From an optimization exercise on the open Yosys and OpenROAD flow, aimed at small area, a short achievable clock period and few clock cycles per item; shortcuts taken in it are not production practice. The RTL was checked by simulation tests, not by an equivalence proof against the original design. Power is estimated from default activity; no workload was simulated.

==> flow/design.v <==
module sage_enc (
    input  wire        clk,
    input  wire        rst,
    input  wire        in_valid,
    output wire        in_ready,
    input  wire [11:0] in_sample,
    input  wire [3:0]  in_mode,
    input  wire [3:0]  in_range,
    input  wire [7:0]  in_flags,
    input  wire [5:0]  in_chg_index,
    output wire        out_valid,
    input  wire        out_ready,
    output wire [31:0] out_data,
    output wire        out_last
);
    localparam [3:0] MODE_L_RICE = 4'h8;
    localparam [3:0] MODE_L_RAW  = 4'h9;
    function signed [12:0] rhe_shift(input signed [11:0] x, input [3:0] e);
        reg signed [12:0] fl;
        reg        [11:0] mask;
        reg        [11:0] rem;
        reg        [11:0] half;
        reg               up;
        begin
            fl   = $signed({x[11], x}) >>> e;
            mask = (12'd1 << e) - 12'd1;
            rem  = x & mask;
            half = (e == 4'd0) ? 12'd0 : (12'd1 << (e - 4'd1));
            up   = (e != 4'd0) && ((rem > half) || ((rem == half) && fl[0]));
            rhe_shift = fl + {12'd0, up};
        end
    endfunction
    function [3:0] sample_exp(input signed [11:0] x, input [2:0] m);
        integer           e;
        reg signed [12:0] q;
        reg signed [12:0] qmin;
        reg signed [12:0] qmax;
        begin
            qmax = (13'sd1 <<< (m - 3'd1)) - 13'sd1;
            qmin = -qmax - 13'sd1;
            sample_exp = 4'd11;
            for (e = 11; e >= 0; e = e - 1) begin
                q = rhe_shift(x, e[3:0]);
                if (q >= qmin && q <= qmax)
                    sample_exp = e[3:0];
            end
        end
    endfunction
    function [12:0] zigzag(input signed [11:0] a, input signed [11:0] b);
        reg signed [12:0] d;
        begin
            d = {a[11], a} - {b[11], b};
            zigzag = d[12] ? (~d << 1) | 13'd1 : (d << 1);
        end
    endfunction
    localparam [1:0] ST_LOAD = 2'd0;    
    localparam [1:0] ST_PICK = 2'd1;    
    localparam [1:0] ST_EMIT = 2'd2;    
    reg [1:0]  state;
    reg [5:0]  ld_idx;
    reg [11:0] mem [0:63];
    reg [11:0] prev_x;
    reg [3:0]  mode_r;
    reg [3:0]  range_r;
    reg [7:0]  flags_r;
    reg [5:0]  chg_r;
    reg [3:0]  exp_r;           
    reg [19:0] size_r [0:13];   
    assign in_ready = (state == ST_LOAD);
    wire in_fire = in_valid && in_ready;
    wire [2:0]  cur_mode = (ld_idx == 6'd0) ? in_mode[2:0] : mode_r[2:0];
    wire [3:0]  in_exp   = sample_exp(in_sample, cur_mode);
    wire [12:0] in_u     = zigzag(in_sample, prev_x);
    wire        load_done;     
    assign load_done = in_fire && (ld_idx == 6'd63);
    integer k;
    always @(posedge clk) begin
        if (in_fire) begin
            mem[ld_idx] <= in_sample;
            prev_x      <= in_sample;
            if (ld_idx == 6'd0) begin
                mode_r  <= in_mode;
                range_r <= in_range;
                flags_r <= in_flags;
                chg_r   <= in_chg_index;
                exp_r   <= in_exp;
                for (k = 0; k < 14; k = k + 1)
                    size_r[k] <= 20'd12;
            end else begin
                if (in_exp > exp_r)
                    exp_r <= in_exp;
                for (k = 0; k < 14; k = k + 1)
                    size_r[k] <= size_r[k] + {7'd0, in_u >> k} + 20'd1 + k[19:0];
            end
        end
    end
    reg [3:0]  best_k;
    reg [19:0] best_size;
    reg [319:0] t_size;         
    reg [63:0]  t_k;            
    integer     lvl, n;
    always @(*) begin
        for (k = 0; k < 16; k = k + 1) begin
            t_size[20*k +: 20] = (k < 14) ? size_r[k] : 20'hFFFFF;
            t_k[4*k +: 4]      = k[3:0];
        end
        n = 16;
        for (lvl = 0; lvl < 4; lvl = lvl + 1) begin
            n = n / 2;
            for (k = 0; k < 8; k = k + 1) begin
                if (k < n) begin
                    if (t_size[20*(2*k+1) +: 20] < t_size[20*(2*k) +: 20]) begin
                        t_size[20*k +: 20] = t_size[20*(2*k+1) +: 20];
                        t_k[4*k +: 4]      = t_k[4*(2*k+1) +: 4];
                    end else begin
                        t_size[20*k +: 20] = t_size[20*(2*k) +: 20];
                        t_k[4*k +: 4]      = t_k[4*(2*k) +: 4];
                    end
                end
            end
        end
        best_k    = t_k[3:0];
        best_size = t_size[19:0];
    end
    reg        use_rice;       
    reg [3:0]  k_r;            
    wire       is_l     = mode_r[3];
    wire [3:0] out_mode = !is_l ? mode_r : (use_rice ? MODE_L_RICE : MODE_L_RAW);
    wire [3:0] out_exp  = !is_l ? exp_r : (use_rice ? k_r : 4'd0);
    wire [31:0] header  = {out_mode, out_exp, range_r, flags_r, chg_r, 6'd0};
    localparam [1:0] G_HDR  = 2'd0;
    localparam [1:0] G_BODY = 2'd1;
    localparam [1:0] G_DONE = 2'd2;
    reg [1:0]  gen;
    reg [5:0]  em_idx;
    reg        unary_on;        
    reg [12:0] ones_left;       
    wire [11:0] cur_x  = mem[em_idx];
    wire [11:0] prv_x  = mem[em_idx - 6'd1];
    wire [12:0] cur_u  = zigzag(cur_x, prv_x);
    wire [12:0] cur_q  = cur_u >> k_r;
    wire signed [12:0] cur_s = rhe_shift(cur_x, exp_r);
    reg [31:0] fld;             
    reg [5:0]  fld_n;           
    reg        fld_last;        
    reg        fld_tail;        
    reg [12:0] fld_left;        
    always @(*) begin
        fld      = 32'd0;
        fld_n    = 6'd32;
        fld_last = 1'b0;
        fld_tail = 1'b0;
        fld_left = 13'd0;
        if (gen == G_HDR) begin
            fld   = header;
            fld_n = 6'd32;
        end else if (!is_l) begin
            fld      = {19'd0, cur_s} & ((32'd1 << mode_r[2:0]) - 32'd1);
            fld_n    = {3'd0, mode_r[2:0]};
            fld_last = (em_idx == 6'd63);
        end else if (!use_rice || em_idx == 6'd0) begin
            fld      = {20'd0, cur_x};
            fld_n    = 6'd12;
            fld_last = (em_idx == 6'd63);
        end else begin
            if (!unary_on && cur_q != 13'd0) begin
                if (cur_q > 13'd32) begin
                    fld      = 32'hFFFF_FFFF;
                    fld_n    = 6'd32;
                    fld_left = cur_q - 13'd32;
                end else begin
                    fld      = ~(32'hFFFF_FFFF << cur_q[5:0]);
                    fld_n    = cur_q[5:0];
                    fld_left = 13'd0;
                end
            end else if (unary_on && ones_left != 13'd0) begin
                if (ones_left > 13'd32) begin
                    fld      = 32'hFFFF_FFFF;
                    fld_n    = 6'd32;
                    fld_left = ones_left - 13'd32;
                end else begin
                    fld      = ~(32'hFFFF_FFFF << ones_left[5:0]);
                    fld_n    = ones_left[5:0];
                    fld_left = 13'd0;
                end
            end else begin
                fld      = {19'd0, cur_u} & ((32'd1 << k_r) - 32'd1);
                fld_n    = {2'd0, k_r} + 6'd1;
                fld_tail = 1'b1;
                fld_last = (em_idx == 6'd63);
            end
        end
    end
    reg [63:0] pk_buf;
    reg [6:0]  pk_cnt;
    wire gen_done = (gen == G_DONE);
    assign out_valid = (state == ST_EMIT) &&
                       ((pk_cnt >= 7'd32) || (gen_done && pk_cnt != 7'd0));
    assign out_data  = pk_buf[63:32];
    assign out_last  = out_valid && gen_done && (pk_cnt <= 7'd32);
    wire        pop    = out_valid && out_ready;
    wire [63:0] buf1   = pop ? {pk_buf[31:0], 32'd0} : pk_buf;
    wire [6:0]  cnt1   = pop ? ((pk_cnt > 7'd32) ? pk_cnt - 7'd32 : 7'd0) : pk_cnt;
    wire        take   = (state == ST_EMIT) && !gen_done && (cnt1 < 7'd32);
    wire [63:0] fld_al = ({32'd0, fld} << (7'd64 - {1'b0, fld_n})) >> cnt1;
    always @(posedge clk) begin
        if (rst) begin
            state     <= ST_LOAD;
            ld_idx    <= 6'd0;
            gen       <= G_HDR;
            em_idx    <= 6'd0;
            unary_on  <= 1'b0;
            ones_left <= 13'd0;
            pk_buf    <= 64'd0;
            pk_cnt    <= 7'd0;
        end else if (state == ST_LOAD) begin
            if (in_fire)
                ld_idx <= ld_idx + 6'd1;
            if (load_done)
                state <= ST_PICK;
        end else if (state == ST_PICK) begin
            k_r      <= best_k;
            use_rice <= is_l && (best_size <= 20'd768);
            state    <= ST_EMIT;
        end else begin
            pk_buf <= take ? (buf1 | fld_al) : buf1;
            pk_cnt <= take ? (cnt1 + {1'b0, fld_n}) : cnt1;
            if (take) begin
                if (gen == G_HDR) begin
                    gen <= G_BODY;
                end else if (fld_last) begin
                    gen <= G_DONE;
                end else if (!is_l || !use_rice || em_idx == 6'd0 || fld_tail) begin
                    em_idx   <= em_idx + 6'd1;
                    unary_on <= 1'b0;
                end else begin
                    unary_on  <= 1'b1;
                    ones_left <= fld_left;
                end
            end
            if (pop && out_last) begin
                state    <= ST_LOAD;
                gen      <= G_HDR;
                em_idx   <= 6'd0;
                unary_on <= 1'b0;
                pk_buf   <= 64'd0;
                pk_cnt   <= 7'd0;
            end
        end
    end
endmodule
==> flow/run.sh <==
#!/bin/bash
# synth_recipe.tcl (not shown) runs the flow's synth.tcl, then flattens the netlist and writes it again
# the make line also repeats each setting of config.mk as NAME=value (left out here)
make -C /OpenROAD-flow-scripts/flow DESIGN_CONFIG=/design/flow/config.mk WORK_HOME=/design/flow/orfs CLKGATE_MAP_FILE= SYNTH_SCRIPT=/design/flow/synth_recipe.tcl finish
==> flow/config.mk <==
export PLATFORM = sky130hd
export DESIGN_NAME = sage_enc
export DESIGN_NICKNAME = sage_enc
export VERILOG_FILES = /design/flow/design.v
export SDC_FILE = /design/flow/constraint.sdc
export NUM_CORES = 4
export LEC_CHECK = 0
export CAP_MARGIN = 20
export CORE_MARGIN = 2
export CORE_UTILIZATION = 25
export GPL_ROUTABILITY_DRIVEN = 1
export PLACE_DENSITY = 0.4
export SLEW_MARGIN = 20
==> flow/constraint.sdc <==
create_clock -name core_clock -period 15.0 [get_ports {clk}]
set_input_delay 3.0000 -clock core_clock [delete_from_list [all_inputs] [get_ports {clk}]]
set_output_delay 3.0000 -clock core_clock [all_outputs]
set_load 0.01 [all_outputs]
==> key figures <==
Status
  • Status: finished clean

Worst setup path
  • CP Class: flip-flop to flip-flop
  • Worst setup EP type: flip-flop
  • CP Launch Type: flip-flop
  • CP max FO: 69
  • Largest stage delay on the critical path: 0.88 ns
  • Worst EP required: 15.66 ns
  • CP max stage cell: o21ai_0
  • Critical Path AT: 14.36 ns

Drt
  • Detailed Route WL: 343800 µm
  • Number of detailed-route iterations in the first pass: 8
  • Initial DRC count: 6397
  • Vias per cell: 5.307
  • Post-route ant nets: 0
  • Drt wl/cell: 26.69 µm
  • DR DRC count: 0
  • Vias: 68350

Clock network
  • Hold Buf Count CTS: 0
  • TritonCTS buffer count: 157
  • Post_cts resized: 0
  • Max clock buf depth: 4
  • Reg clk slew, reported paths: 0.06 ns
  • Insertion delay to the later sink of the worst-skew pair: 0.86 ns
  • Postcts setup bufs: 0
  • CTS tree: built
  • CTS Sinks: 1197
  • H-tree levels: 4
  • CTS Root Cell: clkbuf_16

Floorplan
  • Core area: 349200 µm²
  • Cell Rows: 217
  • Initial core utilization: 25.12%
  • Die height: 596.3 µm
  • Die area: 355600 µm²
  • IO Pins: 73
  • Die Wd: 596.3 µm

Logic synthesis
  • Primary FF master, synth: edfxtp_1
  • Register area share after synthesis: 39.76%
  • Post-synth top area share: 37.32%
  • Yosys Warn Count: 2
  • Mean post-synth cell area: 10.78 µm²
  • Cells after Synth: 8136
  • Synth cell types: 117
  • Mapped Nets: 8953
  • EDFF count, synth: 1090
  • Area contributors post-synth: edfxtp_1, ha_1, mux4_2
  • Post-synthesis async set-or-reset flop share: 0%
  • Dominant cell type by area after synthesis: edfxtp_1
  • Synthesized cell area: 87700 µm²
  • Yosys reg bits: 1197

Final layout
  • Final Non-Filler Cells: 12880
  • Fin util: 28.45%
  • Cell area after layout: 99340 µm²
  • Layout Nets: 8980
  • Layout cell share with drive strength beyond 1: 13.13%
  • Layout fillers: 36120
  • Layout area overhead: 13.28%

Timing
  • Worst Hold Slack: 0.4551 ns
  • Max_slew headroom: 22.19%
  • Worst-Margin Slew: 1.167 ns
  • Finish-stage setup viols: 0
  • Max Fclk: 73.00 MHz
  • Max Slew Vio Count: 0
  • Final min period: 13.70 ns
  • Final period util: 91.33%
  • Final clock skew: 0.1068 ns
  • Fin Setup TNS: 0 ns
  • RSZ-0062 raised after global routing: no
  • Final hold viol count: 0

Global route
  • Largest net degree at the start of global routing: 160
  • Initial antenna violation count: 17
  • Vias in the first global route: 67550
  • Gr ovfl total: 0
  • GRT Total Usage: 18.78%
  • First-pass GRT wire length: 494300 µm

Run
  • Max Cap Viol: 0

Worst hold path
  • Hold WC Path Type: flip-flop to flip-flop
  • Worst Min Path Start: pk_buf[61]

Pwr
  • Leak: 36.27 nW
  • Power Density: 127.1 nW/µm²
  • VDD IR max: 0.1036 mV

Placement
  • I/O Buffers: 72
  • Post-DP HPWL: 249000 µm
  • Placed Cells: 12600
  • RePlAce Congestion: 0.9181
  • Placed cell area: 94350 µm²
## per-layer routing
metal / up-vias / wire length [µm] / global-route usage, %
met5: - / 46 / 0
met4: 8 / 9559 / 4.947
met3: 406 / 21470 / 3.041
met2: 2271 / 155600 / 29.94
met1: 34570 / 157000 / 26.27
li1: 31100 / - / -
## cells by family (layout without fill, tap and decap cells)
logic type / Yosys count / after routing / share of synthesized area (%)
AND/OR/NAND/NOR: 2354 / 2354 / 12.73
AO/OA/AOI/OAI: 1825 / 1825 / 13.98
flip-flops: 1197 / 1197 / 39.76
buffers and inverters: 879 / 1016 / 4.116
multiplexers: 791 / 791 / 15.06
adder cells (fa/ha/maj): 780 / 780 / 11.25
XOR/XNOR: 310 / 310 / 3.096
other: 0 / 7 / 0
## flip-flops by register name (all words and copies together) (netlist names), named ones only
register / count
chg_r: 6
em_idx: 6
exp_r: 4
flags_r: 8
gen: 2
k_r: 4
ld_idx: 6
mem: 768
mode_r: 4
ones_left: 13
pk_buf: 64
pk_cnt: 7
prev_x: 12
range_r: 4
size_r: 279
state: 2
unary_on: 1
use_rice: 1
## path summary, 6_finish.rpt
kind | endpoint | slack (ns) | depth (start not counted)
worst max register to register | pk_buf[18] | 1.30 | 37
worst min-delay path | pk_buf[61] | 0.46 | 2
worst min register to register | pk_buf[61] | 0.46 | 2
worst max-delay path | pk_buf[18] | 1.30 | 37
## cell usage in the layout, fill, tap and decap left out, types with 77 or more instances in the layout
master,count
a211oi_1,77
a21o_1,171
a21oi_1,459
a22oi_1,114
buf_4,232
clkbuf_16,157
dfxtp_1,102
edfxtp_1,1090
ha_1,763
inv_1,425
mux2i_1,320
mux4_2,417
nand2_1,528
nand2b_1,87
nand3_1,212
nand4_1,90
nor2_1,788
nor2b_1,112
nor3_1,169
o21ai_0,323
xnor2_1,215
xor2_1,91
## Yosys cell counts (50+ instances only)
cell type     n
a31oi_1      55
o21bai_1     50
buf_1        58
mux2i_1     320
a211oi_1     80
dfxtp_1     107
o211ai_1     57
nand4_1      90
a22oi_1     114
clkbuf_1    273
a21o_1      171
nor3_1      171
xnor2_1     218
or3_1        50
mux2_2       52
mux4_2      417
ha_1        764
inv_1       427
nand2b_1     87
nor2b_1     115
nand2_1     532
xor2_1       92
edfxtp_1   1090
nor4_1       74
a21oi_1     460
and2_1       62
nand3_1     212
nor2_1      796
buf_4        56
o21ai_0     327
buf_2        50
## through the flow
step / worst slack, ns / total power, mW
finish: 1.301 / 12.63
global route: 0.6431 / 13.47
CTS: 1.611 / 12.75
detailed placement: 1.708 / 8.905
global placement: 1.812 / 8.833
floorplan: 2.967 / 7.441
## critical path, delay by kind of cell, from the launching register on
kind	cells	cell delay, ns
mux	4	2.09
fa+ha+maj	3	1.08
simple gates	14	4.24
flops	1	0.72
xor+xnor	1	0.14
compound gates	11	3.64
buf+inv	4	1.37
## power by group
group	switching [mW]	total, mW	internal (mW)
logic	2.95	4.84	1.89
registers	0.158	4.02	3.86
clock network	1.54	3.77	2.23
total	4.65	12.6	7.98
## final cells by class
cell class                      instances  area, µm²  area share, %
Multi-Input combinational cell       6060      49440          49.77
Sequential cell                      1197      34890          35.12
Tap cell                             4599       5754          5.792
Clock buffer                          194       4138          4.165
Timing Repair Buffer                  310       2623          2.640
Inverter                              437       1648          1.659
Clock inverter                         75      835.8         0.8413
Antenna cell                            7      17.52        0.01763
Testbench counts, summed over its fixed seeds: cycles 147,450, blocks 1,024.

what the ideal ports hide:
No port has a modelled driver above. Below, the same layout with a new extraction and two added sets of constraints.
Step 1 (the two cells are an assumption about what drives the block):
set clk [get_ports {clk}]
set_driving_cell -lib_cell sky130_fd_sc_hd__clkbuf_16 $clk
set_driving_cell -lib_cell sky130_fd_sc_hd__buf_2 [delete_from_list [all_inputs] $clk]
Step 2 moves the port delays by t, midway between the first and last clock arrival at a register: inputs arrive t later, outputs are due t later. That takes back most of the time a late clock gives input paths.
Slacks: no drivers / after step 1 / after step 2; pairs: no drivers / after step 1.
shift t [ns]: 0.906
slack for setup (ns): 1.301 / 1.301 / 1.301
worst setup path after step 2: register to register
latest minus earliest clock arrival (ns): 0.108 / 0.108
slew at the worst register clock pin (ns): 0.07 / 0.07
After both steps this run still meets setup and hold. For this run, drivers alone change the setup slack by 0.000 ns; drivers and shift together by 0.000 ns.
